Source: an optimization exercise on an open RTL-to-GDS flow (aim: small area and a short achievable clock period). Production flows keep margins and buffers that such runs may drop. The RTL was checked by simulation tests, not by an equivalence proof against the original design. No activity file was given, so power comes from the tool's default toggle rates.

## JK
Design trail_core, start of the top module:
module trail_core (
    input  wire        clk,
    input  wire        rst,
    input  wire [7:0]  cfg_filt_n,
    input  wire [1:0]  cfg_decode,    
    input  wire        cfg_invert,
    input  wire [4:0]  cfg_pint,      
    input  wire [23:0] cfg_still,     
    input  wire        enc_a,
    input  wire        enc_b,
    input  wire        preset,        
    input  wire [55:0] preset_val,
    output wire [63:0] pos,
    output wire [31:0] spd,
    output wire [1:0]  spd_state,     
    output wire        speed_valid,
    output wire        dir,           
    output wire        illegal,       
    output wire [15:0] illegal_cnt
);
Settings: LEC_CHECK=0, ABC_AREA=1, CAP_MARGIN=50, CORE_MARGIN=2, CORE_UTILIZATION=70, CTS_CLUSTER_DIAMETER=120, CTS_CLUSTER_SIZE=25, SLEW_MARGIN=70; clock period 220.0 ns.
run.sh (not shown) runs the stock make flow with config.mk's settings and CLKGATE_MAP_FILE= SYNTH_SCRIPT=/design/flow/synth_recipe.tcl, a recipe that flattens the netlist after the stock synthesis.
[inputs] MS vs JK
--- a/flow/design.v
+++ b/flow/design.v
@@ -62,26 +62,27 @@
     end
     wire ok_a  = !dec[1] || !fa;          
     wire ok_b  = (dec == 2'd0);
     wire dir_a = (fa ^ fb) ^ inv;
     wire dir_b = !(fa ^ fb) ^ inv;
     wire is_ill = ea && eb;
     wire cev    = (ea && !eb && ok_a) || (eb && !ea && ok_b);
     wire ev_dir = ea ? dir_a : dir_b;
-    reg  [23:0] dt;
+    reg  [23:0] dt_n;
+    reg         dt_z;
+    wire [23:0] dt     = dt_z ? 24'd0 : dt_n;
     wire        dt_sat = (dt == DT_MAX);
     wire [23:0] dt_inc;
     trail_add #(.W(24)) u_dt (.a(dt), .b(24'd0), .ci(1'b1), .y(dt_inc));
     wire [23:0] s_next = dt_sat ? DT_MAX : dt_inc;
     wire        dt_rst = preset || cev;
     always @(posedge clk) begin
-        if (rst)         dt <= 24'd0;
-        else if (dt_rst) dt <= 24'd0;
-        else             dt <= s_next;
+        dt_z <= rst || dt_rst;
+        dt_n <= s_next;
     end
     reg [31:0] now;
     reg [31:0] hist [0:15];
     reg        hpend;
     wire [31:0] now_inc;
     trail_add #(.W(32)) u_now (.a(now), .b(32'd0), .ci(1'b1), .y(now_inc));
     reg [4:0]  nint;
     reg [1:0]  state;
@@ -304,18 +305,18 @@
     wire [30:0] a = x_m;
     reg [33:0] px, py;
     reg        psat_in;
     always @(*) begin
         psat_in = 1'b0;
         px = 34'd0;
         py = 34'd0;
         if (!x_ch) begin
-            psat_in = psat;
-            px = pacc;
+            psat_in = psat && !dt_z;
+            px = dt_z ? 34'd0 : pacc;
             py = dt_sat ? 34'd0 : {3'd0, a};
         end else begin
             case (dt)
                 24'd0: begin px = 34'd0;          py = {3'd0, a}; end
                 24'd1: begin px = {2'd0, a, 1'b0}; py = 34'd0;     end
                 24'd2: begin px = {2'd0, a, 1'b0}; py = {3'd0, a}; end
                 24'd3: begin px = {1'd0, a, 2'b0}; py = 34'd0;     end
                 default: psat_in = (a != 31'd0);
@@ -343,23 +344,18 @@
             if (gj > 0) begin : lo
                 assign pk[gj][gj - 1:0] = pk[gj+1][gj - 1:0];
             end
         end
     endgenerate
     wire       psat_n = psat_in || p255;
     wire [7:0] trav_n = psat_n ? 8'd255 : pq;
     always @(posedge clk) begin
-        if (rst || dt_rst) begin
-            pacc <= 34'd0;
-            psat <= 1'b0;
-        end else begin
-            pacc <= psum;
-            psat <= psat_n;
-        end
+        pacc <= psum;
+        psat <= psat_n;
     end
     reg [55:0] pos_hi;
     reg [7:0]  pos_lo;
     reg        pf;
     reg        pdir;
     wire       valid_n = !state_d[2][0];
     wire       tr_nz   = valid_n && (trav_n != 8'd0);
     wire       pf_n    = !pdir && tr_nz;
Diff JK -> MS: design area picked up an extra about 0.5%; layout overhead on the synthesized area now sits higher; combinational share of power lower.
In MS the total stage count of the critical path turned out 3 higher than in JK.
The cell with the largest stage delay on the worst path comes out sky130_fd_sc_hd__or4_1 in one run and sky130_fd_sc_hd__clkdlybuf4s50_1 in the other, namely in JK and MS respectively.
Changes observed in MS relative to JK: multi-input gate count level; met2 wire length moved down.
When the final numbers for JK and MS were put side by side, the worst-case clock skew turned out to be greater in JK.
Non-clock buffer count sits higher in MS than in JK.
Between MS and JK, it is MS whose number of inserted filler cells in the final layout is higher, by 0.89%.

port drivers added, routing unchanged:
No port has a modelled driver above. Below, the same layouts with a new extraction and two added sets of constraints. Step 1 (the two cells are an assumption about what drives the block):
set clk [get_ports {clk}]
set_driving_cell -lib_cell sky130_fd_sc_hd__clkbuf_16 $clk
set_driving_cell -lib_cell sky130_fd_sc_hd__buf_2 [delete_from_list [all_inputs] $clk]
Step 2, shift: input delay + t, output delay - t, t = (earliest + latest rising clock arrival at the registers) / 2. This alone moves slack from input paths to output paths. Three values: ideal, step 1, step 2; two values: the first two.
| run | shift t [ns] | setup WS [ns] | worst data-port slew with drivers (ns) | cell pins on the clock port's net |
|---|---|---|---|---|
| JK | 0.781 | 172.824 / 172.862 / 172.081 | 0.09 | 1 |
| MS | 0.792 | 172.928 / 172.979 / 172.187 | 0.09 | 1 |
After both steps every run listed still meets setup and hold. The setup slack of JK, which loses most, moves by +0.038 ns with the drivers and by -0.743 ns with both steps.
